Background: an optimization exercise with open tools, aiming at small area, a short achievable clock period and few clock cycles per item. Do not read the settings as production practice.
Only simulation tests tie the RTL to the original design; equivalence was not proved.
Power and IR drop assume default switching activity.

<file path="flow/config.mk">
export PLATFORM = sky130hd
export DESIGN_NAME = damask_ga
export DESIGN_NICKNAME = damask_ga
export VERILOG_FILES = /design/flow/design.v
export SDC_FILE = /design/flow/constraint.sdc
export NUM_CORES = 4
export LEC_CHECK = 0
export CAP_MARGIN = 20
export CORE_MARGIN = 2
export CORE_UTILIZATION = 50
export CTS_CLUSTER_DIAMETER = 60
export CTS_CLUSTER_SIZE = 12
export SLEW_MARGIN = 20
</file>
<file path="flow/constraint.sdc">
create_clock -name core_clock -period 12.0 [get_ports {clk}]
set_input_delay 2.4000 -clock core_clock [delete_from_list [all_inputs] [get_ports {clk}]]
set_output_delay 2.4000 -clock core_clock [all_outputs]
set_load 0.01 [all_outputs]
</file>
<file path="flow/design.v">
module damask_ga (
    input  wire        clk,
    input  wire        rst,         
    input  wire        start,       
    input  wire [47:0] acc,         
    input  wire [7:0]  dks,         
    input  wire [3:0]  cls,         
    input  wire [15:0] age_gmax,    
    input  wire        age_en,      
    output reg         dec_rd,      
    output reg  [3:0]  dec_cls,     
    output reg  [5:0]  dec_idx,     
    input  wire [15:0] dec_data,    
    output reg         done,        
    output reg  [15:0] ga,          
    output reg         age_cap      
);
    localparam I_IDLE = 0, I_STR = 1, I_INT = 2, I_FAR = 3, I_DIV = 4, I_CAP = 5;
    reg [5:0]  st;
    reg [4:0]  c;        
    reg [1:0]  pa;       
    reg        pz;       
    reg [7:0]  dk;       
    reg [7:0]  R;        
    reg [17:0] W;        
    reg        odd;      
    reg [16:0] L;        
    reg [15:0] X;        
    reg [15:0] dd;       
    reg        eq;       
    reg        stop_d;   
    reg [7:0]  Bsel;     
    reg [6:0]  nzr;      
    reg [1:0]  fbr;      
    reg f_lin, f_int, f_c16, f_c14, f_c10, f_c18, f_late, f_c26;
    reg f_int1, f_int3, f_int10, f_far2, f_div0, f_last, g;
    wire in_idle = st[I_IDLE];
    wire in_str  = st[I_STR];
    wire in_int  = st[I_INT];
    wire in_far  = st[I_FAR];
    wire in_div  = st[I_DIV];
    wire in_cap  = st[I_CAP];
    wire [55:0] accx = {7'd0, acc, 1'b0};               
    wire [6:0]  nzb;                                     
    genvar gi;
    generate for (gi = 0; gi < 7; gi = gi + 1) begin : NZ
        assign nzb[gi] = |accx[8*gi +: 8];
    end endgenerate
    wire [7:0]  Bs   = Bsel >> {c[1:0], 1'b0};
    wire [6:0]  nzab = nzr >> c[4:2];                    
    wire        abv  = |nzab[6:1];
    wire        pz_n = in_idle ? ~(|acc & |dks)
                               : (~(|Bs | abv) | (dk == 8'd0));
    wire [1:0]  pa_n = in_idle ? {acc[0], 1'b0} : Bs[1:0];
    wire far_early = (|acc[47:42] & dks[7])
                   | (|acc[47:43] & |dks[7:6])
                   | (|acc[47:44] & |dks[7:5])
                   | (|acc[47:45] & |dks[7:4])
                   | (|acc[47:46] & |dks[7:3])
                   | ( acc[47]    & |dks[7:2]);
    wire [9:0] sumR = {2'b0, R} + (pa[0] ? {2'b0, dk} : 10'd0)
                                + (pa[1] ? {1'b0, dk, 1'b0} : 10'd0);
    wire       stop  = pz & (R == 8'd0);       
    wire       odd_n = W[17];
    wire [1:0] m2    = odd_n ? W[16:15] : W[15:14];
    wire [2:0] cj    = c[2:0] - 3'd3;            
    wire [5:0] j     = {cj, odd_n, m2};
    wire lin_now  = in_str & f_c18 & stop;
    wire str_late = in_str & f_late;
    wire str_far  = str_late & (stop ? (j == 6'd63) : f_c26);
    wire str_int  = str_late & stop & (j != 6'd63);
    wire tail     = in_str & f_c16 & stop_d;
    wire odd_n2   = in_str ? odd_n : odd;
    wire [1:0] fb = fbr;
    wire [15:0] s0 = fb[0] ? dd : X;
    wire [15:0] s1 = fb[1] ? dd : X;
    wire [18:0] sumL = {2'b0, L} + {3'b0, s0} + {2'b0, s1, 1'b0};
    wire [16:0] Lstep = sumL[18:2];
    wire signed [15:0] u  = {~L[15], L[14:0]};
    wire signed [15:0] u8 = u >>> 8;
    wire signed [15:0] u4 = u >>> 4;
    wire [16:0] Ltail = f_c10 ? {1'b0, L[15], {15{~L[15]}}}
                      : f_c14 ? {1'b0, ~u8[15], u8[14:0]}
                              : {1'b0, ~u4[15], u4[14:0]};
    wire [16:0] Lload = in_idle ? 17'd32768
                      : f_int3  ? {1'b0, dd} + 17'd8192
                      : f_far2  ? {1'b0, dec_data}
                      : L;
    wire [16:0] Lnext = tail ? Ltail : (f_lin | f_int) ? Lstep : Lload;
    wire [16:0] V    = L;
    wire [16:0] x1   = {X, ga[15]};
    wire [17:0] d1   = {1'b0, x1} - {1'b0, V};
    wire        q1   = ~d1[17];
    wire [15:0] r1   = q1 ? d1[15:0] : x1[15:0];
    wire        sat  = f_div0 & (V <= 17'd8192);
    wire        gt   = eq & q1 & ~g;
    wire        eq2  = eq & (q1 == g);
    wire        xit  = in_div & (sat | gt);
    reg [5:0] st_n;
    reg [4:0] c_n;
    always @(*) begin
        st_n = st;
        c_n  = c + 5'd1;
        if (rst) begin
            st_n = 6'd1 << I_IDLE;
            c_n  = 5'd0;
        end else begin
            if (in_idle) begin
                c_n = 5'd1;
                if (start & age_en)
                    st_n = far_early ? (6'd1 << I_FAR) : (6'd1 << I_STR);
            end
            if (in_str) begin
                if (str_far)      begin st_n = 6'd1 << I_FAR; c_n = 5'd1; end
                else if (str_int) begin st_n = 6'd1 << I_INT; c_n = 5'd1; end
                else if (lin_now) begin st_n = 6'd1 << I_DIV; c_n = 5'd0; end
                else if (tail)    c_n = c + (f_c10 ? 5'd8 : f_c14 ? 5'd4 : 5'd2);
            end
            if (in_int & f_int10) begin st_n = 6'd1 << I_DIV; c_n = 5'd0; end
            if (in_far & f_far2)  begin st_n = 6'd1 << I_DIV; c_n = 5'd0; end
            if (in_div & (xit | (f_last & ~eq2))) st_n = 6'd1 << I_IDLE;
            if (in_div & f_last & eq2 & ~xit)      st_n = 6'd1 << I_CAP;
            if (in_cap)                            st_n = 6'd1 << I_IDLE;
        end
    end
    wire n_str = ~rst & ((in_idle & start & age_en & ~far_early)
               | (in_str & ~str_far & ~str_int & ~lin_now));
    wire n_int = ~rst & ((in_str & str_int) | (in_int & ~f_int10));
    wire n_far = ~rst & ((in_idle & start & age_en & far_early)
               | (in_str & str_far) | (in_far & ~f_far2));
    wire n_div = ~rst & ((in_str & lin_now) | (in_int & f_int10)
               | (in_far & f_far2) | (in_div & ~f_last));
    always @(posedge clk) begin
        st <= st_n;
        c  <= c_n;
        f_lin   <= n_str & (c_n >= 5'd6) & (c_n <= 5'd18);
        f_int   <= n_int & (c_n >= 5'd4);
        f_c16   <= n_str & (c_n <= 5'd16);
        f_c14   <= (c_n <= 5'd14);
        f_c10   <= (c_n <= 5'd10);
        f_c18   <= n_str & (c_n == 5'd18);
        f_late  <= n_str & (c_n >= 5'd19);
        f_c26   <= (c_n == 5'd26);
        f_int1  <= n_int & (c_n == 5'd1);
        f_int3  <= n_int & (c_n == 5'd3);
        f_int10 <= n_int & (c_n == 5'd10);
        f_far2  <= n_far & (c_n == 5'd2);
        f_div0  <= n_div & (c_n == 5'd0);
        f_last  <= n_div & (c_n == 5'd15);
        g       <= age_gmax[4'd15 - c_n[3:0]];
        done    <= 1'b0;
        dec_rd  <= ~rst;
        dec_cls <= cls;
        dd      <= dec_data;
        dk      <= dks;
        pa      <= pa_n;
        pz      <= pz_n;
        Bsel    <= (c_n[4:2] < 3'd7) ? accx[8*c_n[4:2] +: 8] : 8'd0;
        nzr     <= nzb;
        if (n_int & (c_n == 5'd4))
            fbr <= odd_n2 ? W[2:1] : W[1:0];
        else if (n_int)
            fbr <= odd_n2 ? W[4:3] : W[3:2];
        else
            fbr <= sumR[1:0];
        R       <= in_str ? sumR[9:2] : 8'd128;
        L       <= Lnext;
        stop_d  <= stop & in_str;
        eq      <= in_div ? eq2 : 1'b1;
        if ((in_str & ~(str_late & stop)) | f_int)
            W <= {sumR[1:0], W[17:2]};
        if (in_str & str_int)
            odd <= odd_n;
        if (in_idle)
            X <= 16'd32768;
        else if (in_div)
            X <= r1;
        else if (f_c18 | in_far | f_int10)
            X <= 16'd8192;
        else if (f_int3)
            X <= dd;
        if (in_div)
            ga <= (gt | sat) ? age_gmax
                : f_div0 ? {L[15:1], q1} : {ga[14:0], q1};
        else if (in_cap)
            ga <= age_gmax;
        else
            ga <= 16'd16384;
        if (in_div & (sat | gt))
            age_cap <= 1'b1;
        else if (in_cap)
            age_cap <= ({X, 1'b0} > V);
        else
            age_cap <= 1'b0;
        if (in_idle)
            dec_idx <= (start & far_early) ? 6'd63 : 6'd0;
        else if (in_str)
            dec_idx <= str_far ? 6'd63 : str_int ? j : 6'd0;
        else if (f_int1)
            dec_idx <= dec_idx + 6'd1;
        if (rst)
            done <= 1'b0;
        else
            done <= (in_idle & start & ~age_en) | xit
                  | (in_div & f_last & ~eq2) | in_cap;
    end
endmodule
</file>
<file path="flow/flow/run.sh">
#!/bin/bash
# Standard layout with two changes to how it is made (the clock and the
# constraints are unchanged):
#  - the timing repair steps aim for more setup slack than the period needs;
#  - the port buffers are plain buffers instead of the delay cells that
#    buffer_ports picks by default.
set -euo pipefail
export SETUP_SLACK_MARGIN=${MARGIN:-8.5}
export BUFFER_PORTS_ARGS="-buffer_cell sky130_fd_sc_hd__buf_2"
bash standard.sh > standard.log 2>&1
</file>
<file path="flow/standard.sh">
#!/bin/bash
# synth_recipe.tcl (not shown) runs the flow's synth.tcl, then flattens the netlist and writes it again
# the make line also repeats each setting of config.mk as NAME=value (left out here)
make -C /OpenROAD-flow-scripts/flow DESIGN_CONFIG=/design/flow/config.mk WORK_HOME=/design/flow/orfs CLKGATE_MAP_FILE= SYNTH_SCRIPT=/design/flow/synth_recipe.tcl "${@:-finish}"
</file>
==> impl_metrics.env, run 1 <==
export IMPL_p_comb_frac=0.411
export IMPL_io_pins=125
export IMPL_netlist_instances=1130
export IMPL_clockBufferDepth=2
export IMPL_drv_cap=0
export IMPL_p_total_mw=2.07
export IMPL_p_int_mw=1.28
export IMPL_clock_fmax_ghz=0.272
export IMPL_clkTransAtPathRegs_ps=70
export IMPL_synth_area_top_cells="dfxtp_1, edfxtp_1, ha_1"
export IMPL_wl_um=30000
export IMPL_grt_max_degree=33
export IMPL_synth_most_common_cell="dfxtp_1"
export IMPL_switchingPower_mw=0.788
export IMPL_first_global_vias=8828
export IMPL_grt_pass1_wl_um=47800
export IMPL_syn_area_mm2=0.0103
export IMPL_cp_end_kind="register"
export IMPL_hold_class="reg2reg"
export IMPL_crit_buf_inv=3
export IMPL_grt_busiest_layer="met1"
export IMPL_tightest_slew_ps=1080
export IMPL_hold_violations=0
export IMPL_antenna_found_initial=2
export IMPL_peakVddDrop_v=0.000100
export IMPL_num_rows=52
export IMPL_yosysTopAreaCell="dfxtp_1"
export IMPL_clkPwrFrac=0.247
export IMPL_dieHeight_um=147
export IMPL_p_leak_nw=5.14
export IMPL_rsz0062_at_grt="yes"
export IMPL_use_met1=0.422
export IMPL_avgViaCountPerCell=5.95
export IMPL_drtAntennaViolNets=0
export IMPL_postCtsHoldBufs=0
export IMPL_diodes=0
export IMPL_wire_per_inst_um=19.4
export IMPL_stdcell_count=1546
export IMPL_initial_core_util=0.508
export IMPL_area_growth_pct=20.7
export IMPL_grt_util_met2=0.413
export IMPL_max_slew_margin=0.280
export IMPL_slowest_delay_ps=470
export IMPL_grt_overflow=0
export IMPL_core_area_mm2=0.0202
export IMPL_async_reset_ff_frac=0
export IMPL_cts_tree="yes"
export IMPL_cts_buffers=17
export IMPL_dp_hpwl_um=22200
export IMPL_cts_sinks=160
export IMPL_critPathKind="reg2reg"
export IMPL_grt_usage=0.280
export IMPL_crit_path_cell_trace="buf_4 -> buf_4 -> mux2_2 -> fa_1 -> ha_1 -> nor2b_1 -> a41o_1 -> o41a_1 -> buf_4 -> a21oi_2 -> nor4b_2 -> o31a_1"
export IMPL_critPathSlowestCell="fa_1"
export IMPL_nets=1433
export IMPL_gp_routability_congestion=0.855
export IMPL_synth_common_cells="dfxtp_1, nor2_1, nand2_1"
export IMPL_ys_seq_elements=160
export IMPL_drtIter0Drc=802
export IMPL_drive_gt1_frac=0.256
export IMPL_ys_warn_count=1
export IMPL_cts_root_buf="clkbuf_16"
export IMPL_drc=0
export IMPL_die_area_mm2=0.0217
export IMPL_critical_path_most_common_cell="buf_4"
export IMPL_setup_violations=0
export IMPL_postPlaceCellArea_mm2=0.0112
export IMPL_final_max_slew_violation_count=0
export IMPL_fin_tns_setup_ps=0
export IMPL_synthesis_nets=1300
export IMPL_min_period_ps=3670
export IMPL_synth_seq_area_share=0.352
export IMPL_status="finished clean"
export IMPL_firstDrtPassIters=8
export IMPL_synth_top_area_share=0.230
export IMPL_seqPwrFrac=0.342
export IMPL_path_delay_family="compound AO/OA/AOI/OAI gates"
export IMPL_finish_instance_area_mm2=0.0124
export IMPL_clk_latency_ps=440
export IMPL_timing_final_crit_share=0.306
export IMPL_postSynthAreaPerCell_um2=9.10
export IMPL_dp_cells=1479
export IMPL_power_density_mw_per_mm2=167
export IMPL_finalClockSkew_ps=16.8
export IMPL_critPathLaunchType="register"
export IMPL_cp_required_ps=12190
export IMPL_die_w_um=147
export IMPL_synth_flop_cell="dfxtp_1"
export IMPL_via_count=9204
export IMPL_cp_max_fo=8
export IMPL_synth_edf_count=42
export IMPL_crit_arrival_ps=3860
export IMPL_synth_distinct_cells=80
export IMPL_port_buffers=124
export IMPL_switching_share=0.380
export IMPL_htreeDepth=4
export IMPL_met3_usage=0.0645
-- cells by family (layout without fill, tap and decap cells) --
kind of cell | Yosys count | in the layout | synth area share
AND/OR/NAND/NOR | 338 | 338 | 0.163
AO/OA/AOI/OAI | 297 | 298 | 0.188
flip-flops | 160 | 160 | 0.352
buffers and inverters | 121 | 266 | 0.0472
multiplexers | 103 | 103 | 0.109
adder cells (fa/ha/maj) | 74 | 74 | 0.109
XOR/XNOR | 37 | 37 | 0.0315
-- through the flow --
step | utilization | setup slack (ps) | hold WS, ps
floorplan | - | 8220 | 400
global placement | 0.553 | 7650 | 402
detailed placement | 0.553 | 7590 | 408
CTS | 0.597 | 8410 | 426
global route | 0.614 | 8260 | 437
finish | 0.614 | 8330 | 422
-- metal layers --
| metal | part of all wire | wire length (um) |
|---|---|---|
| met2 | 0.42 | 12600 |
| met1 | 0.48 | 14500 |
| met5 | 0.00043 | 13 |
| met3 | 0.081 | 2440 |
| met4 | 0.014 | 433 |
-- cell usage in the layout (no fill, tap or decap), types with 13 or more instances in the layout --
cell and n:
buf_2 119, dfxtp_1 113, nor2_1 91, nand2_1 78, a21oi_1 66, inv_1 63, o21ai_0 62, mux2i_1 48
edfxtp_1 42, ha_1 42, mux2_2 40, buf_4 36, nand3_1 32, a221oi_1 26, fa_1 25, xnor2_1 23
a211oi_1 22, nor3_1 21, nor4_1 19, clkbuf_16 18, xor2_1 14, a21o_1 13
-- sequential cells by signal (all words and copies together), names as in the netlist, 4 cells and up --
name     count
dec_cls      4
W           18
L           17
dd          16
c            5
X           16
R            8
nzr          6
ga          16
dk           8
Bsel         8
st           6
dec_idx      6
-- worst paths after layout --
path | cells after the start | start | slack [ps] | endpoint
worst max-delay path | 12 | fbr[0]$_DFF_P_ | 8330 | L[13]$_DFFE_PP_
worst max register to register | 12 | fbr[0]$_DFF_P_ | 8330 | L[13]$_DFFE_PP_
worst min register to register | 0 | W[8]$_DFFE_PP_ | 420 | W[6]$_DFFE_PP_
worst min-delay path | 0 | W[8]$_DFFE_PP_ | 420 | W[6]$_DFFE_PP_
-- timing repair --
| action | 4_1_cts | 5_1_grt |
|---|---|---|
| gates cloned | 0 | 2 |
| setup endpoints to repair | 62 | 61 |
| resized for setup | 46 | 49 |
| pin swaps | 34 | 34 |
| setup buffers | 20 | 13 |
| endpoints found under the hold margin | 0 | 0 |
-- cell type report --
type                       instances  area (um2)
clock buffer                      20         437
clock inverter                    12         103
fill                            1733        7820
inverter                          67         264
multi-input combinational        850        6590
sequential                       160        3640
tap                              270         338
timing repair buffer             167        1050
-- power by group through the flow --
| stage | combinational, mW | sequential [mW] | clock (mW) |
|---|---|---|---|
| final | 0.852 | 0.708 | 0.513 |
| after floorplan | 0.579 | 0.673 | 0 |
| after global placement | 0.714 | 0.721 | 0 |
| after detailed placement | 0.719 | 0.721 | 0 |
| after global routing | 0.943 | 0.717 | 0.545 |
| after CTS | 0.795 | 0.705 | 0.519 |
Testbench counts, summed over its fixed seeds: cycles 499,723, lamps 16,000.
==> run 2, diff against run 1 <==
--- a/flow/config.mk
+++ b/flow/config.mk
@@ -5,9 +5,10 @@
 export SDC_FILE = /design/flow/constraint.sdc
 export NUM_CORES = 4
 export LEC_CHECK = 0
+export ABC_AREA = 1
 export CAP_MARGIN = 20
 export CORE_MARGIN = 2
-export CORE_UTILIZATION = 50
+export CORE_UTILIZATION = 40
 export CTS_CLUSTER_DIAMETER = 60
 export CTS_CLUSTER_SIZE = 12
 export SLEW_MARGIN = 20
==> impl_metrics.env, run 2 <==
export IMPL_cts_root_buf="clkbuf_16"
export IMPL_synth_area_top_cells="dfxtp_1, nand2_1, edfxtp_1"
export IMPL_antenna_found_initial=0
export IMPL_cts_buffers=17
export IMPL_wire_per_inst_um=17.0
export IMPL_critPathKind="in2reg"
export IMPL_final_cell_mix="nand2_1, inv_1, o21ai_0"
export IMPL_async_reset_ff_frac=0
export IMPL_pre_cts_ws_ps=7600
export IMPL_status="finished clean"
export IMPL_path_delay_family="simple AND/OR/NAND/NOR gates"
export IMPL_grt_usage=0.238
export IMPL_gp_routability_congestion=0.927
export IMPL_nets=1784
export IMPL_min_path_cells=0
export IMPL_finalClockSkew_ps=9.60
export IMPL_port_buffers=124
export IMPL_num_rows=59
export IMPL_setup_ws_ps=8520
export IMPL_syn_area_mm2=0.0106
export IMPL_synthesis_nets=1660
export IMPL_top_register="W"
export IMPL_cts_sinks=160
export IMPL_power_density_mw_per_mm2=114
export IMPL_final_common_cell="nand2_1"
export IMPL_crit_arrival_ps=3840
export IMPL_clockBufferDepth=2
export IMPL_postCtsHoldBufs=0
export IMPL_cp_end_kind="register"
export IMPL_grt_overflow=0
export IMPL_crit_path_cell_trace="buf_2 -> nor2_1 -> nand2_1 -> nor3_2 -> nand2_1 -> a21oi_2 -> o2111ai_4 -> nor2_2 -> o21ai_2 -> inv_1 -> nand2_1 -> a21oi_1"
export IMPL_synth_distinct_cells=51
export IMPL_wl_um=33400
export IMPL_die_w_um=167
export IMPL_area_growth_pct=17.9
export IMPL_rsz0062_at_grt="yes"
export IMPL_critPathLaunchType="input port"
export IMPL_tightest_slew_ps=1100
export IMPL_p_leak_nw=5.92
export IMPL_hold_violations=0
export IMPL_cp_max_fo=3
export IMPL_rr_worst_depth=21
export IMPL_dieHeight_um=167
export IMPL_drive_gt1_frac=0.153
export IMPL_ys_warn_count=1
export IMPL_clk_latency_ps=440
export IMPL_htreeDepth=4
export IMPL_die_area_mm2=0.0277
export IMPL_drtIter0Drc=837
export IMPL_fillers=2657
export IMPL_synth_flop_cell="dfxtp_1"
export IMPL_clkTransAtPathRegs_ps=70
export IMPL_max_slew_margin=0.261
export IMPL_diodes=0
export IMPL_core_area_mm2=0.0260
export IMPL_grt_pass1_wl_um=53100
export IMPL_synth_top_area_share=0.224
export IMPL_initial_core_util=0.407
export IMPL_avgViaCountPerCell=5.41
export IMPL_synth_common_cells="nand2_1, inv_1, o21ai_0"
export IMPL_path_depth=12
export IMPL_dp_hpwl_um=25300
export IMPL_p_total_mw=1.43
export IMPL_cp_required_ps=12360
export IMPL_via_count=10610
export IMPL_ys_seq_elements=160
export IMPL_fin_tns_setup_ps=0
export IMPL_cts_tree="yes"
export IMPL_critical_path_most_common_cell="nand2_1"
export IMPL_setup_violations=0
export IMPL_drv_cap=0
export IMPL_clock_fmax_ghz=0.287
export IMPL_crit_buf_inv=2
export IMPL_drtAntennaViolNets=0
export IMPL_yosysTopAreaCell="dfxtp_1"
export IMPL_hold_class="reg2reg"
export IMPL_drc=0
export IMPL_postSynthAreaPerCell_um2=7.09
export IMPL_min_period_ps=3480
export IMPL_final_max_slew_violation_count=0
export IMPL_peakVddDrop_v=0.000102
export IMPL_io_pins=125
export IMPL_critPathSlowestCell="o2111ai_4"
export IMPL_firstDrtPassIters=5
export IMPL_largest_reg_flops=18
export IMPL_first_global_vias=10071
export IMPL_slowest_delay_ps=180
export IMPL_synth_seq_area_share=0.343
export IMPL_synth_edf_count=42
export IMPL_reg_top3="W: 18 flops, L: 17 flops"
export IMPL_synth_most_common_cell="nand2_1"
export IMPL_timing_final_crit_share=0.290
export IMPL_grt_max_degree=33
export IMPL_netlist_instances=1490
## run 2: cell types whose count changed after synthesis, moves of 43 or more
cell,delta
nand2_1,+347
inv_1,+100
o21ai_0,+83
mux2_2,-45
nand3_1,+44
mux2i_1,-43
## run 2: cells by family (layout without fill, tap and decap cells)
logic type	count (synthesis)	after routing	synth area share
AOI/OAI and AO/OA	333	333	0.176
xor gates and xnor gates	10	10	0.00829
adders and majority gates	74	74	0.106
buffers and inverters	224	361	0.0817
DFF	160	160	0.343
muxes	5	5	0.00474
and+or+nand+nor	684	684	0.281
## run 2: per-layer routing
metal / share of wire / global-route usage / wire length (um) / up-vias
met2: 0.46 / 0.390 / 15400 / 415
met4: 0.023 / 0.0731 / 761 / 0
met5: 0 / 0 / 0 / -
met3: 0.063 / 0.0392 / 2110 / 55
li1: - / - / - / 5244
met1: 0.45 / 0.322 / 15200 / 4896
## run 2: worst reg2reg max path: stages (launching register included)
cell and delay (ps):
dfxtp_4 360, buf_12 150, nand2_1 70, o21ai_1 70, fa_1 500, inv_2 50, nor4_4 300, inv_2 90
fa_2 360, inv_2 70, a21oi_2 40, nor2_1 100, nor2_1 70, o21a_2 250, o21ai_4 220, nand3_2 100
nand2_1 70, nand2_1 50, nand3_1 60, nand2_1 60, nand2_1 50, nand2_1 60
## run 2: worst paths after layout
| path | end | from | slack [ps] |
|---|---|---|---|
| min reg2reg | W[5]$_DFFE_PP_ | W[7]$_DFFE_PP_ | 420 |
| min | W[5]$_DFFE_PP_ | W[7]$_DFFE_PP_ | 420 |
| max reg2reg | L[9]$_DFFE_PP_ | fbr[1]$_DFF_P_ | 8600 |
| max | f_lin$_DFF_P_ | acc[46] | 8520 |
## run 2: area by class of cell
type,count,area [um2],area share
Multi-Input combinational cell,1106,6240,0.501
Clock inverter,15,145,0.0116
Sequential cell,160,3630,0.291
Inverter,176,664,0.0533
Clock buffer,17,425,0.0341
Timing Repair Buffer,153,938,0.0753
Tap cell,335,419,0.0336
## run 2: power by group
part	switching, mW	internal, mW	total [mW]
sequential	0.0241	0.578	0.602
clock	0.265	0.276	0.542
combinational	0.179	0.103	0.282
total	0.468	0.957	1.43
## run 2: through the flow
stage / cell area (um2) / util / hold WS, ps / cells
2_1_floorplan: 10600 / - / 400 / 1490
3_3_place_gp: 11500 / 0.443 / 402 / 1909
3_5_place_dp: 11500 / 0.443 / 405 / 1909
4_1_cts: 12300 / 0.472 / 426 / 1948
5_1_grt: 12500 / 0.480 / 434 / 1962
6_report: 12500 / 0.480 / 424 / 1962
## run 2: repair_timing
action | 4_1_cts | 5_1_grt
gates cloned | 2 | 0
endpoints found under the setup margin | 32 | 41
pin swaps | 4 | 12
gates resized for setup | 17 | 29
setup buffers | 5 | 14
endpoints found under the hold margin | 0 | 0
==> run 3, diff against run 2 <==
--- a/flow/flow/run.sh
+++ b/flow/flow/run.sh
@@ -5,6 +5,6 @@
 #  - the port buffers are plain buffers instead of the delay cells that
 #    buffer_ports picks by default.
 set -euo pipefail
-export SETUP_SLACK_MARGIN=${MARGIN:-8.5}
-export BUFFER_PORTS_ARGS="-buffer_cell sky130_fd_sc_hd__buf_2"
+export SETUP_SLACK_MARGIN=${MARGIN:-8.4}
+export BUFFER_PORTS_ARGS="-buffer_cell sky130_fd_sc_hd__buf_1"
 bash standard.sh > standard.log 2>&1
--- a/flow/config.mk
+++ b/flow/config.mk
@@ -5,10 +5,9 @@
 export SDC_FILE = /design/flow/constraint.sdc
 export NUM_CORES = 4
 export LEC_CHECK = 0
-export ABC_AREA = 1
 export CAP_MARGIN = 20
 export CORE_MARGIN = 2
-export CORE_UTILIZATION = 40
+export CORE_UTILIZATION = 50
 export CTS_CLUSTER_DIAMETER = 60
 export CTS_CLUSTER_SIZE = 12
 export SLEW_MARGIN = 20
==> impl_metrics.env, run 3 <==
export IMPL_core_area_mm2=0.0202
export IMPL_die_area_mm2=0.0217
export IMPL_wl_um=30700
export IMPL_antenna_found_initial=0
export IMPL_htreeDepth=4
export IMPL_synth_flop_cell="dfxtp_1"
export IMPL_postPlaceCellArea_mm2=0.0110
export IMPL_cts_root_buf="clkbuf_16"
export IMPL_yosysTopAreaCell="dfxtp_1"
export IMPL_ys_warn_count=1
export IMPL_max_slew_margin=0.309
export IMPL_reg2reg_from="fbr[1]$_DFF_P_"
export IMPL_hold_violations=0
export IMPL_final_common_cell="buf_1"
export IMPL_synth_common_cells="dfxtp_1, nor2_1, nand2_1"
export IMPL_power_density_mw_per_mm2=171
export IMPL_first_global_vias=8889
export IMPL_initial_core_util=0.508
export IMPL_peakVddDrop_v=0.0000964
export IMPL_nets=1438
export IMPL_ys_seq_elements=160
export IMPL_critPathLaunchType="register"
export IMPL_setup_ws_ps=8280
export IMPL_grt_pass1_wl_um=48700
export IMPL_largest_reg_flops=18
export IMPL_firstDrtPassIters=5
export IMPL_min_period_ps=3720
export IMPL_io_pins=125
export IMPL_cp_end_kind="register"
export IMPL_p_leak_nw=4.80
export IMPL_avgViaCountPerCell=5.99
export IMPL_grt_max_degree=43
export IMPL_fin_tns_setup_ps=0
export IMPL_final_util=0.604
export IMPL_drive_gt1_frac=0.151
export IMPL_synth_distinct_cells=80
export IMPL_die_w_um=147
export IMPL_clkTransAtPathRegs_ps=70
export IMPL_postCtsHoldBufs=0
export IMPL_cp_required_ps=12190
export IMPL_postSynthAreaPerCell_um2=9.10
export IMPL_dp_hpwl_um=22200
export IMPL_grt_overflow=0
export IMPL_cts_tree="yes"
export IMPL_num_rows=52
export IMPL_reg_top3="W: 18 flops, L: 17 flops"
export IMPL_dp_cells=1477
export IMPL_clockBufferDepth=2
export IMPL_critPathKind="reg2reg"
export IMPL_netlist_instances=1130
export IMPL_syn_area_mm2=0.0103
export IMPL_crit_arrival_ps=3920
export IMPL_hold_class="reg2reg"
export IMPL_cts_sinks=160
export IMPL_stdcell_count=1551
export IMPL_setup_violations=0
export IMPL_drtAntennaViolNets=0
export IMPL_cp_max_fo=7
export IMPL_wire_per_inst_um=19.8
export IMPL_synth_top_area_share=0.230
export IMPL_top_register="W"
export IMPL_diodes=0
export IMPL_area_growth_pct=18.8
export IMPL_synth_most_common_cell="dfxtp_1"
export IMPL_dieHeight_um=147
export IMPL_tightest_slew_ps=1030
export IMPL_synth_seq_area_share=0.352
export IMPL_cts_buffers=17
export IMPL_drv_cap=0
export IMPL_synthesis_nets=1300
export IMPL_rsz0062_at_grt="yes"
export IMPL_via_count=9286
export IMPL_finalClockSkew_ps=9.75
export IMPL_port_buffers=124
export IMPL_p_total_mw=2.09
export IMPL_clk_latency_ps=430
export IMPL_drtIter0Drc=660
export IMPL_clock_fmax_ghz=0.269
export IMPL_drc=0
export IMPL_synth_edf_count=42
export IMPL_startpoint="fbr[1]$_DFF_P_"
export IMPL_synth_area_top_cells="dfxtp_1, edfxtp_1, ha_1"
export IMPL_pre_cts_ws_ps=7210
export IMPL_final_cell_mix="buf_1, dfxtp_1, nor2_1"
export IMPL_grt_usage=0.286
export IMPL_gp_routability_congestion=0.888
export IMPL_timing_final_crit_share=0.310
export IMPL_min_delay_start="W[12]$_DFFE_PP_"
export IMPL_finish_instance_area_mm2=0.0122
export IMPL_status="finished clean"
export IMPL_final_max_slew_violation_count=0
export IMPL_hold_ws_ps=428
export IMPL_async_reset_ff_frac=0
## run 3: cell types whose count changed after synthesis, sizes merged, moves of 15 or more
| cell | change |
|---|---|
| a211oi | +22 |
| o21ai | -79 |
| nand3 | -52 |
| inv | -107 |
| o211ai | -16 |
| a221oi | +19 |
| nand4 | -15 |
| xnor2 | +15 |
| mux2i | +43 |
| nand2 | -348 |
| mux2 | +53 |
| a21oi | -17 |
## run 3: repair_timing
action / 4_1_cts / 5_1_grt
setup buffers: 30 / 10
setup endpoints to repair: 50 / 52
gates cloned: 2 / 0
resized for setup: 42 / 38
pin swaps: 22 / 32
## run 3: critical path: stages, from the launching register on
cell      delay (ps)
dfxtp_4          420
mux2_4           320
fa_1             510
ha_1             300
and4_1           210
a221o_1          400
a211o_1          340
o211ai_1         340
nand2b_1         140
a21oi_2          180
xnor2_1           90
a31o_1           230
## run 3: path summary, 6_finish.rpt
| kind | slack [ps] | end | cells after the start |
|---|---|---|---|
| setup / recovery | 8280 | L[12]$_DFFE_PP_ | 11 |
| hold / removal | 430 | W[10]$_DFFE_PP_ | 0 |
| setup reg to reg | 8280 | L[12]$_DFFE_PP_ | 11 |
| hold reg to reg | 430 | W[10]$_DFFE_PP_ | 0 |
## run 3: layout make-up
class | instances | area, um2
Clock buffer | 17 | 425
Clock inverter | 15 | 168
Fill cell | 1782 | 8010
Inverter | 67 | 264
Multi-Input combinational cell | 851 | 6490
Sequential cell | 160 | 3640
Tap cell | 270 | 338
Timing Repair Buffer | 171 | 901
## run 3: per-layer routing
metal | up-vias | wire length (um) | global-route usage | share of wire
li1 | 4453 | - | - | -
met1 | 4432 | 14900 | 0.432 | 0.48
met2 | 370 | 13000 | 0.418 | 0.42
met3 | 31 | 2460 | 0.0623 | 0.080
met4 | 0 | 368 | 0.0673 | 0.012
met5 | - | 0 | 0 | 0
## run 3: logic make-up after synthesis
| logic type | share of synthesized area |
|---|---|
| and+or+nand+nor | 0.163 |
| muxes | 0.109 |
| buffers and inverters | 0.0472 |
| xor gates and xnor gates | 0.0315 |
| adders and majority gates | 0.109 |
| AOI/OAI and AO/OA | 0.188 |
| DFF | 0.352 |
## run 3: report_power, final
group	total [mW]	switching [mW]	internal, mW
sequential	0.699	0.0823	0.617
combinational	0.838	0.458	0.380
clock	0.554	0.256	0.297
==> run 4, diff against run 3 <==
--- a/flow/flow/run.sh
+++ b/flow/flow/run.sh
@@ -5,6 +5,6 @@
 #  - the port buffers are plain buffers instead of the delay cells that
 #    buffer_ports picks by default.
 set -euo pipefail
-export SETUP_SLACK_MARGIN=${MARGIN:-8.4}
-export BUFFER_PORTS_ARGS="-buffer_cell sky130_fd_sc_hd__buf_1"
+export SETUP_SLACK_MARGIN=${MARGIN:-8.3}
+export BUFFER_PORTS_ARGS="-buffer_cell sky130_fd_sc_hd__buf_2"
 bash standard.sh > standard.log 2>&1
--- a/flow/config.mk
+++ b/flow/config.mk
@@ -5,6 +5,7 @@
 export SDC_FILE = /design/flow/constraint.sdc
 export NUM_CORES = 4
 export LEC_CHECK = 0
+export ABC_AREA = 1
 export CAP_MARGIN = 20
 export CORE_MARGIN = 2
 export CORE_UTILIZATION = 50
==> impl_metrics.env, run 4 <==
export IMPL_status="finished clean"
export IMPL_postPlaceCellArea_mm2=0.0114
export IMPL_postCtsHoldBufs=0
export IMPL_tightest_slew_ps=1040
export IMPL_dp_hpwl_um=25100
export IMPL_ys_warn_count=1
export IMPL_crit_arrival_ps=3770
export IMPL_io_pins=125
export IMPL_via_count=10645
export IMPL_cp_required_ps=12150
export IMPL_ys_seq_elements=160
export IMPL_yosysTopAreaCell="dfxtp_1"
export IMPL_min_period_ps=3620
export IMPL_synth_edf_count=42
export IMPL_synthesis_nets=1660
export IMPL_switchingPower_mw=0.454
export IMPL_area_growth_pct=15.1
export IMPL_clock_fmax_ghz=0.276
export IMPL_firstDrtPassIters=5
export IMPL_setup_violations=0
export IMPL_clkPwrFrac=0.397
export IMPL_power_density_mw_per_mm2=119
export IMPL_switching_share=0.312
export IMPL_final_util=0.583
export IMPL_antenna_found_initial=0
export IMPL_rr_worst_depth=19
export IMPL_final_max_slew_violation_count=0
export IMPL_hold_violations=0
export IMPL_drtIter0Drc=868
export IMPL_synth_area_top_cells="dfxtp_1, nand2_1, edfxtp_1"
export IMPL_timing_final_crit_share=0.302
export IMPL_drc=0
export IMPL_synth_flop_cell="dfxtp_1"
export IMPL_dieHeight_um=149
export IMPL_p_comb_frac=0.187
export IMPL_finalClockSkew_ps=14.1
export IMPL_netlist_instances=1490
export IMPL_cts_root_buf="clkbuf_16"
export IMPL_clockBufferDepth=2
export IMPL_avgViaCountPerCell=5.64
export IMPL_dp_cells=1846
export IMPL_max_slew_margin=0.303
export IMPL_synth_top_area_share=0.224
export IMPL_pre_cts_ws_ps=7400
export IMPL_critPathKind="in2reg"
export IMPL_reg_top3="W: 18 flops, L: 17 flops"
export IMPL_crit_path_cell_trace="buf_2 -> nor2_2 -> nand2_1 -> or2_2 -> nor2_4 -> o2111ai_4 -> nand3_1 -> o21ai_0"
export IMPL_syn_area_mm2=0.0106
export IMPL_grt_overflow=0
export IMPL_port_buffers=124
export IMPL_initial_core_util=0.506
export IMPL_grt_max_degree=33
export IMPL_rsz0062_at_grt="no"
export IMPL_cp_end_kind="register"
export IMPL_final_common_cell="nand2_1"
export IMPL_drv_cap=0
export IMPL_hold_class="reg2reg"
export IMPL_async_reset_ff_frac=0
export IMPL_num_rows=53
export IMPL_drive_gt1_frac=0.133
export IMPL_nets=1771
export IMPL_gp_routability_congestion=0.932
export IMPL_cts_tree="yes"
export IMPL_drtAntennaViolNets=0
export IMPL_stdcell_count=1889
export IMPL_wire_per_inst_um=17.5
export IMPL_clkTransAtPathRegs_ps=70
export IMPL_postSynthAreaPerCell_um2=7.09
export IMPL_diodes=0
export IMPL_synth_common_cells="nand2_1, inv_1, o21ai_0"
export IMPL_largest_reg_flops=18
export IMPL_grt_pass1_wl_um=52300
export IMPL_first_global_vias=9750
export IMPL_final_cell_mix="nand2_1, inv_1, o21ai_0"
export IMPL_htreeDepth=4
export IMPL_synth_most_common_cell="nand2_1"
export IMPL_clk_latency_ps=430
export IMPL_peakVddDrop_v=0.0000758
export IMPL_finish_instance_area_mm2=0.0122
export IMPL_die_w_um=149
export IMPL_grt_usage=0.300
export IMPL_p_int_mw=0.999
export IMPL_wl_um=33200
export IMPL_cp_max_fo=6
export IMPL_core_area_mm2=0.0209
export IMPL_synth_distinct_cells=51
export IMPL_die_area_mm2=0.0223
export IMPL_min_path_cells=0
export IMPL_critPathSlowestCell="or2_2"
export IMPL_critPathLaunchType="input port"
export IMPL_setup_ws_ps=8380
export IMPL_p_leak_nw=5.83
export IMPL_fin_tns_setup_ps=0
export IMPL_cts_buffers=17
export IMPL_seqPwrFrac=0.416
export IMPL_top_register="W"
export IMPL_cts_sinks=160
export IMPL_slowest_delay_ps=320
export IMPL_synth_seq_area_share=0.343
[run 4: critical path: cells and delay by family]
family | cells | cell delay (ps)
AND/OR/NAND/NOR | 5 | 910
AO/OA/AOI/OAI | 2 | 350
buffers and inverters | 1 | 120
[run 4: cells by family after synthesis]
family                   synth area share
flip-flops                          0.343
XOR/XNOR                          0.00829
AND/OR/NAND/NOR                     0.281
buffers and inverters              0.0817
AO/OA/AOI/OAI                       0.176
adder cells (fa/ha/maj)             0.106
multiplexers                      0.00474
[run 4: repair_timing]
item	in CTS	in global routing
pin swaps	1	2
setup buffers	2	9
endpoints found under the hold margin	0	0
setup endpoints to repair	35	25
resized for setup	10	10
[run 4: path summary, 6_finish.rpt]
check | slack [ps] | endpoint | startpoint
worst max-delay path | 8380 | dec_idx[1]$_DFFE_PP_ | dks[7]
worst min-delay path | 420 | W[9]$_DFFE_PP_ | W[11]$_DFFE_PP_
worst max register to register | 8560 | L[13]$_DFFE_PP_ | fbr[1]$_DFF_P_
worst min register to register | 420 | W[9]$_DFFE_PP_ | W[11]$_DFFE_PP_
[run 4: through the flow]
stage	power [mW]	hold WS, ps
final	1.45	421
after detailed placement	0.875	406
after global routing	1.52	426
after floorplan	0.787	400
after CTS	1.45	421
after global placement	0.874	404
[run 4: power groups by stage]
| stage | clock network (mW) | logic (mW) | registers, mW |
|---|---|---|---|
| after floorplan | 0 | 0.182 | 0.605 |
| after global routing | 0.607 | 0.306 | 0.607 |
| after global placement | 0 | 0.256 | 0.618 |
| after CTS | 0.584 | 0.260 | 0.606 |
| final | 0.577 | 0.271 | 0.604 |
| after detailed placement | 0 | 0.256 | 0.618 |
[run 4: area by class of cell]
| class | instances | area, um2 |
|---|---|---|
| Fill cell | 2020 | 8720 |
| Multi-Input combinational cell | 1106 | 6160 |
| Sequential cell | 160 | 3630 |
| Timing Repair Buffer | 140 | 761 |
| Inverter | 176 | 661 |
| Clock buffer | 18 | 450 |
| Tap cell | 275 | 344 |
| Clock inverter | 14 | 160 |
[run 4: per-layer routing]
metal  routed length (um)  vias up  part of all wire  GRT usage
li1                     -     5219                 -          -
met1                15800     4933              0.48      0.456
met2                14200      461              0.43      0.444
met3                 2690       32             0.081     0.0495
met4                  448        0             0.014     0.0714
met5                    0        -                 0          0
==> run 5, diff against run 4 <==
--- a/flow/flow/run.sh
+++ b/flow/flow/run.sh
@@ -5,6 +5,6 @@
 #  - the port buffers are plain buffers instead of the delay cells that
 #    buffer_ports picks by default.
 set -euo pipefail
-export SETUP_SLACK_MARGIN=${MARGIN:-8.3}
+export SETUP_SLACK_MARGIN=${MARGIN:-8.5}
 export BUFFER_PORTS_ARGS="-buffer_cell sky130_fd_sc_hd__buf_2"
 bash standard.sh > standard.log 2>&1
==> impl_metrics.env, run 5 <==
export IMPL_grt_pass1_wl_um=52100
export IMPL_seq_area_mm2=0.00363
export IMPL_wl_met2_um=13900
export IMPL_clock_fmax_ghz=0.289
export IMPL_fillers=2058
export IMPL_cp_required_ps=9600
export IMPL_multiInputGateArea_mm2=0.00621
export IMPL_tightest_slew_ps=1110
export IMPL_wl_um=32800
export IMPL_via_count=10596
export IMPL_path_delay_family="flip-flops"
export IMPL_io_pins=125
export IMPL_min_period_ps=3460
export IMPL_postSynthAreaPerCell_um2=7.09
export IMPL_synth_top_area_share=0.224
export IMPL_synth_seq_area_share=0.343
export IMPL_clkTransAtPathRegs_ps=70
export IMPL_yosys_area_share_adder=0.106
export IMPL_crit_arrival_ps=1060
export IMPL_postPlaceCellArea_mm2=0.0114
export IMPL_timing_final_crit_share=0.289
export IMPL_setup_violations=0
export IMPL_finalClockSkew_ps=12.6
export IMPL_hold_ws_ps=416
export IMPL_htreeDepth=4
export IMPL_min_path_cells=0
export IMPL_muxShareOfSynthArea=0.00474
export IMPL_diodes=0
export IMPL_synth_common_cells="nand2_1, inv_1, o21ai_0"
export IMPL_cts_tree="yes"
export IMPL_synth_edf_count=42
export IMPL_critPathKind="reg2out"
export IMPL_m1WireLength_um=15900
export IMPL_drtAntennaViolNets=0
export IMPL_cp_max_fo=4
export IMPL_rr_worst_depth=11
export IMPL_clockBufferDepth=2
export IMPL_cp_end_kind="primary output"
export IMPL_p_leak_nw=5.86
export IMPL_avgViaCountPerCell=5.58
export IMPL_critPathSlowestCell="edfxtp_1"
export IMPL_die_w_um=149
export IMPL_synth_flop_cell="dfxtp_1"
export IMPL_min_delay_start="W[6]$_DFFE_PP_"
export IMPL_drive_gt1_frac=0.145
export IMPL_nets=1781
export IMPL_max_slew_margin=0.258
export IMPL_synth_most_common_cell="nand2_1"
export IMPL_hold_class="reg2reg"
export IMPL_initial_core_util=0.506
export IMPL_drtIter0Drc=730
export IMPL_postCtsHoldBufs=0
export IMPL_drv_cap=0
export IMPL_crit_buf_inv=1
export IMPL_cts_root_buf="clkbuf_16"
export IMPL_syn_area_mm2=0.0106
export IMPL_final_max_slew_violation_count=0
export IMPL_final_cell_mix="nand2_1, inv_1, o21ai_0"
export IMPL_reg2reg_to="L[6]$_DFFE_PP_"
export IMPL_cts_sinks=160
export IMPL_r2r_slack_ps=8680
export IMPL_largest_reg_flops=18
export IMPL_synthesis_nets=1660
export IMPL_drc=0
export IMPL_dr_max_layer_used="met4"
export IMPL_setup_ws_ps=8540
export IMPL_min_to="W[4]$_DFFE_PP_"
export IMPL_netlist_instances=1490
export IMPL_hold_violations=0
export IMPL_grt_max_degree=33
export IMPL_yosys_area_share_simple=0.281
export IMPL_area_growth_pct=15.8
export IMPL_gp_routability_congestion=0.894
export IMPL_top_register="W"
export IMPL_wire_per_inst_um=17.3
export IMPL_clk_latency_ps=440
export IMPL_critPathLaunchType="register"
export IMPL_async_reset_ff_frac=0
export IMPL_p_total_mw=1.40
export IMPL_rsz0062_at_grt="yes"
export IMPL_fin_tns_setup_ps=0
export IMPL_synth_top_family_by_area="simple AND/OR/NAND/NOR gates"
export IMPL_first_global_vias=9802
export IMPL_cts_buffers=17
export IMPL_final_common_cell="nand2_1"
export IMPL_num_rows=53
export IMPL_pre_cts_ws_ps=7510
export IMPL_slowest_delay_ps=450
export IMPL_synth_area_top_cells="dfxtp_1, nand2_1, edfxtp_1"
export IMPL_firstDrtPassIters=5
export IMPL_dp_hpwl_um=24900
export IMPL_core_area_mm2=0.0209
export IMPL_synth_distinct_cells=51
export IMPL_crit_path_cell_trace="buf_2"
export IMPL_peakVddDrop_v=0.0000902
export IMPL_synth_compound_area_frac=0.176
export IMPL_finish_instance_area_mm2=0.0122
export IMPL_status="finished clean"
export IMPL_ys_seq_elements=160
export IMPL_antenna_found_initial=0
export IMPL_reg_top3="W: 18 flops, L: 17 flops"
export IMPL_die_area_mm2=0.0223
export IMPL_grt_usage=0.300
export IMPL_power_density_mw_per_mm2=115
export IMPL_dieHeight_um=149
export IMPL_grt_overflow=0
export IMPL_port_buffers=124
export IMPL_synth_xor_area_frac=0.00829
export IMPL_dr_wl_met3_um=2540
export IMPL_ys_warn_count=1
export IMPL_yosysTopAreaCell="dfxtp_1"
export IMPL_reg2reg_from="fbr[0]$_DFF_P_"
-- run 5: where the power goes --
group          internal (mW)  total, mW  switching [mW]
Combinational         0.0978      0.274           0.176
Clock                  0.272      0.526           0.254
Sequential             0.578      0.604          0.0265
-- run 5: area by class of cell --
cell class                      count  share of cell area
Multi-Input combinational cell   1106               0.508
Sequential cell                   160               0.297
Timing Repair Buffer              150              0.0687
Inverter                          176              0.0540
Clock buffer                       17              0.0348
Tap cell                          275              0.0281
Clock inverter                     15              0.0100
-- run 5: logic make-up (layout without fill, tap and decap cells) --
group / count (synthesis) / after routing
AO/OA/AOI/OAI: 333 / 333
XOR/XNOR: 10 / 10
adder cells (fa/ha/maj): 74 / 74
buffers and inverters: 224 / 358
flip-flops: 160 / 160
multiplexers: 5 / 5
AND/OR/NAND/NOR: 684 / 684
-- run 5: worst max path at each step --
stage | depth (start not counted) | slack [ps] | start | endpoint
4_1_cts | 12 | 8520 | acc[46] | f_lin$_DFF_P_
2_1_floorplan | 7 | 8470 | dks[7] | dec_idx[1]$_DFFE_PP_
3_3_place_gp | 19 | 7560 | fbr[0]$_DFF_P_ | L[9]$_DFFE_PP_
5_1_grt | 12 | 8430 | acc[45] | f_lin$_DFF_P_
3_5_place_dp | 19 | 7510 | fbr[0]$_DFF_P_ | L[9]$_DFFE_PP_
6_report | 1 | 8540 | dec_idx[0]$_DFFE_PP_ | dec_idx[0]
-- run 5: timing repair --
action | in CTS | in global routing
hold endpoints to repair | 0 | 0
setup endpoints to repair | 39 | 24
pin swaps | 2 | 12
resized for setup | 12 | 19
setup buffers | 6 | 15
-- run 5: through the flow --
| stage | instances | util |
|---|---|---|
| 2_1_floorplan | 1490 | - |
| 3_3_place_gp | 1846 | 0.546 |
| 3_5_place_dp | 1846 | 0.546 |
| 4_1_cts | 1884 | 0.577 |
| 5_1_grt | 1899 | 0.586 |
| 6_report | 1899 | 0.586 |
-- run 5: layer usage --
layer	up-vias	track usage
li1	5247	-
met5	-	0
met3	47	0.0532
met1	4903	0.446
met4	0	0.0881
met2	399	0.445
==> run 6, diff against run 5 <==
--- a/flow/config.mk
+++ b/flow/config.mk
@@ -12,3 +12,4 @@
 export CTS_CLUSTER_DIAMETER = 60
 export CTS_CLUSTER_SIZE = 12
 export SLEW_MARGIN = 20
+export TNS_END_PERCENT = 5
==> impl_metrics.env, run 6 <==
export IMPL_grt_pass1_wl_um=52200
export IMPL_ys_seq_elements=160
export IMPL_cts_tree="yes"
export IMPL_switchingPower_mw=0.475
export IMPL_synth_distinct_cells=51
export IMPL_synth_flop_cell="dfxtp_1"
export IMPL_reg_top3="W: 18 flops, L: 17 flops"
export IMPL_wl_um=32900
export IMPL_p_int_mw=0.977
export IMPL_grt_overflow=0
export IMPL_clk_latency_ps=440
export IMPL_firstDrtPassIters=5
export IMPL_initial_core_util=0.506
export IMPL_fin_tns_setup_ps=0
export IMPL_critical_path_most_common_cell="nand2_1"
export IMPL_synth_area_top_cells="dfxtp_1, nand2_1, edfxtp_1"
export IMPL_final_cell_mix="nand2_1, inv_1, o21ai_0"
export IMPL_switching_share=0.327
export IMPL_p_leak_nw=5.88
export IMPL_hold_violations=0
export IMPL_synth_common_cells="nand2_1, inv_1, o21ai_0"
export IMPL_grt_max_degree=33
export IMPL_min_period_ps=3490
export IMPL_critPathLaunchType="input port"
export IMPL_met3_usage=0.0520
export IMPL_avgViaCountPerCell=5.63
export IMPL_seqPwrFrac=0.414
export IMPL_first_global_vias=10007
export IMPL_cts_buffers=17
export IMPL_rsz0062_at_grt="yes"
export IMPL_timing_final_crit_share=0.291
export IMPL_drv_cap=0
export IMPL_status="finished clean"
export IMPL_clkPwrFrac=0.395
export IMPL_grt_util_met2=0.444
export IMPL_p_comb_frac=0.190
export IMPL_synth_most_common_cell="nand2_1"
export IMPL_clkTransAtPathRegs_ps=70
export IMPL_io_pins=125
export IMPL_area_growth_pct=16.2
export IMPL_largest_reg_flops=18
export IMPL_wire_per_inst_um=17.3
export IMPL_drtIter0Drc=824
export IMPL_die_w_um=149
export IMPL_yosysTopAreaCell="dfxtp_1"
export IMPL_cts_sinks=160
export IMPL_slowest_delay_ps=230
export IMPL_final_util=0.588
export IMPL_drtAntennaViolNets=0
export IMPL_critPathSlowestCell="nand4_4"
export IMPL_nets=1781
export IMPL_power_density_mw_per_mm2=118
export IMPL_core_area_mm2=0.0209
export IMPL_peakVddDrop_v=0.0000775
export IMPL_synthesis_nets=1660
export IMPL_synth_seq_area_share=0.343
export IMPL_cp_max_fo=9
export IMPL_diodes=0
export IMPL_ys_warn_count=1
export IMPL_cts_root_buf="clkbuf_16"
export IMPL_synth_edf_count=42
export IMPL_port_buffers=124
export IMPL_final_common_cell="nand2_1"
export IMPL_dp_hpwl_um=25000
export IMPL_drive_gt1_frac=0.147
export IMPL_hold_class="reg2reg"
export IMPL_htreeDepth=4
export IMPL_max_slew_margin=0.369
export IMPL_netlist_instances=1490
export IMPL_final_max_slew_violation_count=0
export IMPL_async_reset_ff_frac=0
export IMPL_via_count=10688
export IMPL_grt_busiest_layer="met2"
export IMPL_grt_usage=0.299
export IMPL_use_met1=0.443
export IMPL_cp_end_kind="register"
export IMPL_synth_top_area_share=0.224
export IMPL_cp_required_ps=12330
export IMPL_critPathKind="in2reg"
export IMPL_num_rows=53
export IMPL_die_area_mm2=0.0223
export IMPL_top_register="W"
export IMPL_dieHeight_um=149
export IMPL_postSynthAreaPerCell_um2=7.09
export IMPL_gp_routability_congestion=0.935
export IMPL_drc=0
export IMPL_setup_violations=0
export IMPL_antenna_found_initial=0
export IMPL_crit_arrival_ps=3820
export IMPL_clock_fmax_ghz=0.287
export IMPL_tightest_slew_ps=941
export IMPL_syn_area_mm2=0.0106
export IMPL_finalClockSkew_ps=12.4
export IMPL_crit_path_cell_trace="buf_2 -> nor2_4 -> buf_4 -> nand4_4 -> nand2_4 -> clkinvlp_4 -> nand2_1 -> nand4_1 -> nand2_1 -> nand2_1"
export IMPL_clockBufferDepth=2
run 6: cell types whose count changed in the layout (fill, tap and decap cells not counted), moves of 2 or more:
cell        before  now
dfxtp_2          2    0
nor2_4           6    4
clkinvlp_4       0    2
buf_2          122  124
inv_6            6    1
dfxtp_1        114  116
inv_8            2    8
nor2_2           5    7
inv_1          163  161
inv_4            2    0
o21ai_1          5    3
clkinv_8         0    2
run 6: cell families after synthesis:
logic type	synth area share
xor gates and xnor gates	0.00829
muxes	0.00474
adders and majority gates	0.106
buffers and inverters	0.0817
AOI/OAI and AO/OA	0.176
DFF	0.343
and+or+nand+nor	0.281
run 6: path summary, 6_finish.rpt:
kind,start,to,slack [ps],depth (start not counted)
setup / recovery,rst,Bsel[6]$_SDFF_PP0_,8510,10
hold / removal,W[10]$_DFFE_PP_,W[8]$_DFFE_PP_,430,0
setup reg to reg,fbr[0]$_DFF_P_,L[9]$_DFFE_PP_,8590,20
hold reg to reg,W[10]$_DFFE_PP_,W[8]$_DFFE_PP_,430,0
run 6: power by group through the flow:
| stage | clock, mW | combinational (mW) | sequential (mW) |
|---|---|---|---|
| final | 0.574 | 0.276 | 0.602 |
| after global routing | 0.600 | 0.311 | 0.605 |
| after CTS | 0.579 | 0.265 | 0.604 |
| after detailed placement | 0 | 0.257 | 0.617 |
| after global placement | 0 | 0.258 | 0.617 |
| after floorplan | 0 | 0.183 | 0.605 |
run 6: final cells by class:
type | count | area (um2)
Clock buffer | 17 | 425
Clock inverter | 15 | 188
Fill cell | 2022 | 8600
Inverter | 176 | 664
Multi-Input combinational cell | 1106 | 6210
Sequential cell | 160 | 3630
Tap cell | 275 | 344
Timing Repair Buffer | 149 | 812
Timing Repair inverter | 1 | 7.51
run 6: metrics by stage:
stage / hold slack, ps / power (mW) / setup slack, ps / cell area [um2] / cells
CTS: 427 / 1.45 / 8440 / 12100 / 1886
global placement: 403 / 0.875 / 7650 / 11400 / 1847
floorplan: 400 / 0.788 / 8460 / 10600 / 1490
global route: 434 / 1.52 / 8400 / 12300 / 1899
detailed placement: 406 / 0.875 / 7520 / 11400 / 1847
finish: 426 / 1.45 / 8510 / 12300 / 1899
run 6: layer usage:
layer | share of wire | wire length [um]
met1 | 0.48 | 15700
met2 | 0.42 | 14000
met3 | 0.080 | 2640
met4 | 0.020 | 649
met5 | 0 | 0
run 6: worst max-delay path: cells and delay by family:
family	cells	cell delay (ps)
buf+inv	3	500
simple gates	7	910
run 6: timing repair:
item                       4_1_cts  5_1_grt
pin swaps                        2        5
buffers inserted                 7       11
setup endpoints to repair       39       38
hold buffers                     0        0
gates resized for setup          8       22
gates cloned                     0        1
==> run 7, diff against run 6 <==
--- a/flow/config.mk
+++ b/flow/config.mk
@@ -11,5 +11,5 @@
 export CORE_UTILIZATION = 50
 export CTS_CLUSTER_DIAMETER = 60
 export CTS_CLUSTER_SIZE = 12
+export GPL_TIMING_DRIVEN = 1
 export SLEW_MARGIN = 20
-export TNS_END_PERCENT = 5
==> impl_metrics.env, run 7 <==
export IMPL_netlist_instances=1490
export IMPL_crit_buf_inv=1
export IMPL_synth_common_cells="nand2_1, inv_1, o21ai_0"
export IMPL_path_depth=1
export IMPL_peakVddDrop_v=0.0000902
export IMPL_path_delay_family="flip-flops"
export IMPL_cts_buffers=17
export IMPL_wire_per_inst_um=17.3
export IMPL_seq_area_mm2=0.00363
export IMPL_crit_arrival_ps=1060
export IMPL_area_growth_pct=15.8
export IMPL_switchingPower_mw=0.457
export IMPL_synth_edf_count=42
export IMPL_synth_area_top_cells="dfxtp_1, nand2_1, edfxtp_1"
export IMPL_drv_cap=0
export IMPL_largest_reg_flops=18
export IMPL_slowest_delay_ps=450
export IMPL_diodes=0
export IMPL_hold_violations=0
export IMPL_cts_root_buf="clkbuf_16"
export IMPL_drc=0
export IMPL_async_reset_ff_frac=0
export IMPL_reg2reg_from="fbr[0]$_DFF_P_"
export IMPL_final_cell_mix="nand2_1, inv_1, o21ai_0"
export IMPL_final_util=0.586
export IMPL_grt_overflow=0
export IMPL_rr_worst_depth=11
export IMPL_clk_latency_ps=440
export IMPL_status="finished clean"
export IMPL_first_global_vias=9802
export IMPL_cts_sinks=160
export IMPL_endpoint="dec_idx[0]"
export IMPL_hold_ws_ps=416
export IMPL_setup_ws_ps=8540
export IMPL_cp_end_kind="primary output"
export IMPL_clkPwrFrac=0.374
export IMPL_cp_max_fo=4
export IMPL_p_leak_nw=5.86
export IMPL_fillers=2058
export IMPL_cp_required_ps=9600
export IMPL_reg2reg_to="L[6]$_DFFE_PP_"
export IMPL_drtAntennaViolNets=0
export IMPL_clockBufferDepth=2
export IMPL_rsz0062_at_grt="yes"
export IMPL_multiInputGateArea_mm2=0.00621
export IMPL_clkTransAtPathRegs_ps=70
export IMPL_gp_routability_congestion=0.894
export IMPL_firstDrtPassIters=5
export IMPL_ys_seq_elements=160
export IMPL_dp_hpwl_um=24900
export IMPL_nets=1781
export IMPL_htreeDepth=4
export IMPL_timing_final_crit_share=0.289
export IMPL_die_w_um=149
export IMPL_initial_core_util=0.506
export IMPL_p_total_mw=1.40
export IMPL_tightest_slew_ps=1110
export IMPL_grt_max_degree=33
export IMPL_setup_violations=0
export IMPL_p_int_mw=0.947
export IMPL_startpoint="dec_idx[0]$_DFFE_PP_"
export IMPL_drive_gt1_frac=0.145
export IMPL_ys_warn_count=1
export IMPL_num_rows=53
export IMPL_clock_fmax_ghz=0.289
export IMPL_dieHeight_um=149
export IMPL_synth_flop_cell="dfxtp_1"
export IMPL_min_period_ps=3460
export IMPL_synth_seq_area_share=0.343
export IMPL_port_buffers=124
export IMPL_synthesis_nets=1660
export IMPL_synth_most_common_cell="nand2_1"
export IMPL_antenna_found_initial=0
export IMPL_drtIter0Drc=730
export IMPL_top_register="W"
export IMPL_cts_tree="yes"
export IMPL_crit_path_cell_trace="buf_2"
export IMPL_core_area_mm2=0.0209
export IMPL_reg_top3="W: 18 flops, L: 17 flops"
export IMPL_grt_usage=0.300
export IMPL_final_common_cell="nand2_1"
export IMPL_critPathKind="reg2out"
export IMPL_fin_tns_setup_ps=0
export IMPL_via_count=10596
export IMPL_r2r_slack_ps=8680
export IMPL_critPathLaunchType="register"
export IMPL_switching_share=0.325
export IMPL_critPathSlowestCell="edfxtp_1"
export IMPL_final_max_slew_violation_count=0
export IMPL_max_slew_margin=0.258
export IMPL_synth_top_area_share=0.224
export IMPL_io_pins=125
export IMPL_die_area_mm2=0.0223
export IMPL_seqPwrFrac=0.430
export IMPL_wl_um=32800
export IMPL_synth_distinct_cells=51
export IMPL_grt_pass1_wl_um=52100
export IMPL_yosysTopAreaCell="dfxtp_1"
export IMPL_power_density_mw_per_mm2=115
export IMPL_postSynthAreaPerCell_um2=7.09
export IMPL_p_comb_frac=0.195
export IMPL_finalClockSkew_ps=12.6
export IMPL_avgViaCountPerCell=5.58
export IMPL_hold_class="reg2reg"
export IMPL_syn_area_mm2=0.0106
export IMPL_pre_cts_ws_ps=7510
## run 7: kinds of logic after synthesis
group / share of synthesized area
xor gates and xnor gates: 0.00829
muxes: 0.00474
and+or+nand+nor: 0.281
AOI/OAI and AO/OA: 0.176
DFF: 0.343
buffers and inverters: 0.0817
adders and majority gates: 0.106
## run 7: repair_timing
action | CTS | global route
setup buffers | 6 | 15
resized for setup | 12 | 19
hold buffers | 0 | 0
pin swaps | 2 | 12
hold endpoints to repair | 0 | 0
endpoints found under the setup margin | 39 | 24
## run 7: cell type report
class,instances,share of cell area
well taps,275,0.0281
clock buffers,17,0.0348
repair buffers,150,0.0687
flip-flops and latches,160,0.297
multi-input cells,1106,0.508
clock inverters,15,0.0100
inverters,176,0.0540
## run 7: per-layer routing
metal / wire [um] / vias up / global-route usage
met3: 2540 / 47 / 0.0532
li1: - / 5247 / -
met1: 15900 / 4903 / 0.446
met4: 591 / 0 / 0.0881
met5: 0 / - / 0
met2: 13900 / 399 / 0.445
## run 7: how the worst min path moves through the flow
stage                     depth (start not counted)               to             from
after CTS                                         0   W[4]$_DFFE_PP_   W[6]$_DFFE_PP_
after detailed placement                          0  W[11]$_DFFE_PP_  W[13]$_DFFE_PP_
after floorplan                                   0  W[10]$_DFFE_PP_  W[12]$_DFFE_PP_
after global routing                              0   W[4]$_DFFE_PP_   W[6]$_DFFE_PP_
final                                             0   W[4]$_DFFE_PP_   W[6]$_DFFE_PP_
after global placement                            0  W[11]$_DFFE_PP_  W[13]$_DFFE_PP_
## run 7: through the flow
stage	instance area, um2	std cells
after floorplan	10600	1490
after global placement	11400	1846
after detailed placement	11400	1846
after CTS	12100	1884
after global routing	12200	1899
final	12200	1899
## run 7: power by group through the flow
stage               sequential [mW]  combinational (mW)  clock (mW)
detailed placement            0.619               0.257           0
global route                  0.607               0.309       0.553
CTS                           0.605               0.264       0.531
floorplan                     0.605               0.183           0
global placement              0.619               0.256           0
finish                        0.604               0.274       0.526
==> run 8, diff against run 7 <==
--- a/flow/config.mk
+++ b/flow/config.mk
@@ -8,8 +8,7 @@
 export ABC_AREA = 1
 export CAP_MARGIN = 20
 export CORE_MARGIN = 2
-export CORE_UTILIZATION = 50
+export CORE_UTILIZATION = 45
 export CTS_CLUSTER_DIAMETER = 60
 export CTS_CLUSTER_SIZE = 12
-export GPL_TIMING_DRIVEN = 1
 export SLEW_MARGIN = 20
==> impl_metrics.env, run 8 <==
export IMPL_status="finished clean"
export IMPL_grt_usage=0.270
export IMPL_top_register="W"
export IMPL_synth_edf_count=42
export IMPL_drtIter0Drc=977
export IMPL_reg2reg_to="L[13]$_DFFE_PP_"
export IMPL_fin_tns_setup_ps=0
export IMPL_diodes=0
export IMPL_rsz0062_at_grt="yes"
export IMPL_grt_pass1_wl_um=51800
export IMPL_cp_end_kind="register"
export IMPL_timing_final_crit_share=0.290
export IMPL_first_global_vias=9688
export IMPL_firstDrtPassIters=5
export IMPL_dp_hpwl_um=25600
export IMPL_fillers=2366
export IMPL_num_rows=56
export IMPL_nets=1785
export IMPL_antenna_found_initial=0
export IMPL_initial_core_util=0.454
export IMPL_min_period_ps=3480
export IMPL_wire_per_inst_um=17.2
export IMPL_setup_ws_ps=8520
export IMPL_clockBufferDepth=2
export IMPL_drive_gt1_frac=0.150
export IMPL_cts_root_buf="clkbuf_16"
export IMPL_reg2reg_from="fbr[1]$_DFF_P_"
export IMPL_clock_fmax_ghz=0.287
export IMPL_finalClockSkew_ps=17.9
export IMPL_rr_worst_depth=19
export IMPL_final_common_cell="nand2_1"
export IMPL_hold_violations=0
export IMPL_ys_warn_count=1
export IMPL_cp_max_fo=6
export IMPL_grt_overflow=0
export IMPL_synth_area_top_cells="dfxtp_1, nand2_1, edfxtp_1"
export IMPL_async_reset_ff_frac=0
export IMPL_crit_arrival_ps=3660
export IMPL_largest_reg_flops=18
export IMPL_final_max_slew_violation_count=0
export IMPL_die_area_mm2=0.0247
export IMPL_r2r_slack_ps=8740
export IMPL_synth_seq_area_share=0.343
export IMPL_critPathKind="in2reg"
export IMPL_via_count=10724
export IMPL_max_slew_margin=0.285
export IMPL_peakVddDrop_v=0.0000895
export IMPL_synth_most_common_cell="nand2_1"
export IMPL_p_leak_nw=5.89
export IMPL_min_to="W[11]$_DFFE_PP_"
export IMPL_pre_cts_ws_ps=7520
export IMPL_ys_seq_elements=160
export IMPL_cts_sinks=160
export IMPL_netlist_instances=1490
export IMPL_avgViaCountPerCell=5.51
export IMPL_final_cell_mix="nand2_1, inv_1, o21ai_0"
export IMPL_area_growth_pct=17.4
export IMPL_postCtsHoldBufs=0
export IMPL_synth_flop_cell="dfxtp_1"
export IMPL_clk_latency_ps=440
export IMPL_min_path_cells=0
export IMPL_postSynthAreaPerCell_um2=7.09
export IMPL_synth_distinct_cells=51
export IMPL_die_w_um=157
export IMPL_htreeDepth=4
export IMPL_cp_required_ps=12180
export IMPL_io_pins=125
export IMPL_setup_violations=0
export IMPL_drv_cap=0
export IMPL_cts_tree="yes"
export IMPL_hold_class="reg2reg"
export IMPL_drtAntennaViolNets=0
export IMPL_cts_buffers=17
export IMPL_tightest_slew_ps=1070
export IMPL_port_buffers=124
export IMPL_wl_um=33400
export IMPL_grt_max_degree=33
export IMPL_clkTransAtPathRegs_ps=70
export IMPL_reg_top3="W: 18 flops, L: 17 flops"
export IMPL_yosysTopAreaCell="dfxtp_1"
export IMPL_dieHeight_um=157
export IMPL_power_density_mw_per_mm2=116
export IMPL_min_delay_start="W[13]$_DFFE_PP_"
export IMPL_synth_top_area_share=0.224
export IMPL_synthesis_nets=1660
export IMPL_final_util=0.533
export IMPL_dp_cells=1892
export IMPL_stdcell_count=1947
export IMPL_drc=0
export IMPL_gp_routability_congestion=0.942
export IMPL_critPathLaunchType="input port"
export IMPL_syn_area_mm2=0.0106
export IMPL_core_area_mm2=0.0233
export IMPL_synth_common_cells="nand2_1, inv_1, o21ai_0"
run 8: stage by stage:
stage,cell area [um2],hold slack (ps),power (mW)
global route,12400,429,1.51
detailed placement,11500,407,0.877
floorplan,10600,400,0.788
CTS,12200,414,1.44
global placement,11500,403,0.874
finish,12400,415,1.44
run 8: cells by family (layout without fill, tap and decap cells):
| kind of cell | after synthesis | after routing | share of synthesized area |
|---|---|---|---|
| AND/OR/NAND/NOR | 684 | 684 | 0.281 |
| flip-flops | 160 | 160 | 0.343 |
| adder cells (fa/ha/maj) | 74 | 74 | 0.106 |
| buffers and inverters | 224 | 362 | 0.0817 |
| multiplexers | 5 | 5 | 0.00474 |
| AO/OA/AOI/OAI | 333 | 333 | 0.176 |
| XOR/XNOR | 10 | 10 | 0.00829 |
run 8: what timing repair did:
item | in CTS | in global routing
pin swaps | 2 | 12
hold endpoints to repair | 0 | 0
cloned | 0 | 1
endpoints found under the setup margin | 36 | 42
gates resized for setup | 12 | 31
setup buffers | 5 | 17
run 8: critical path, stage by stage:
cell and delay (ps):
buf_8 100, nor2_4 100, nand2_2 70, nor3_2 160, nand2_1 100, a21oi_2 180, o2111ai_4 190, buf_6 180
nand3_4 100, o21ai_0 90
run 8: worst max-delay path by stage:
stage / start / to / depth (start not counted) / slack, ps
floorplan: dks[7] / dec_idx[1]$_DFFE_PP_ / 7 / 8470
global placement: fbr[0]$_DFF_P_ / L[9]$_DFFE_PP_ / 19 / 7630
detailed placement: fbr[0]$_DFF_P_ / L[9]$_DFFE_PP_ / 19 / 7520
CTS: acc[46] / f_lin$_DFF_P_ / 12 / 8520
global route: acc[45] / f_lin$_DFF_P_ / 12 / 8460
finish: acc[45] / dec_idx[4]$_DFFE_PP_ / 10 / 8520
run 8: layout make-up:
class	count	area, um2	area share
Multi-Input combinational cell	1106	6250	0.504
Sequential cell	160	3630	0.293
Timing Repair Buffer	153	858	0.0692
Inverter	176	664	0.0536
Clock buffer	18	429	0.0346
Tap cell	319	399	0.0322
Clock inverter	14	165	0.0133
Timing Repair inverter	1	7.51	0.000605
run 8: routing by layer:
metal  track usage  vias to the layer above  share of wire
li1              -                     5255              -
met1         0.396                     4968           0.47
met2         0.410                      458           0.43
met3        0.0430                       43          0.076
met4        0.0797                        0          0.019
met5             0                        -              0
run 8: where the power goes:
group          switching, mW  total [mW]  internal [mW]
registers             0.0255       0.603          0.578
logic                  0.180       0.278         0.0979
clock network          0.262       0.560          0.298
total                  0.467        1.44          0.974

Check on run 8: ideal ports give 8.520 ns setup slack; a clkbuf_16 on the clock port and buf_2 on the inputs give 8.500 ns; moving port delays by the midpoint clock arrival (0.482 ns) as well gives 8.045 ns.
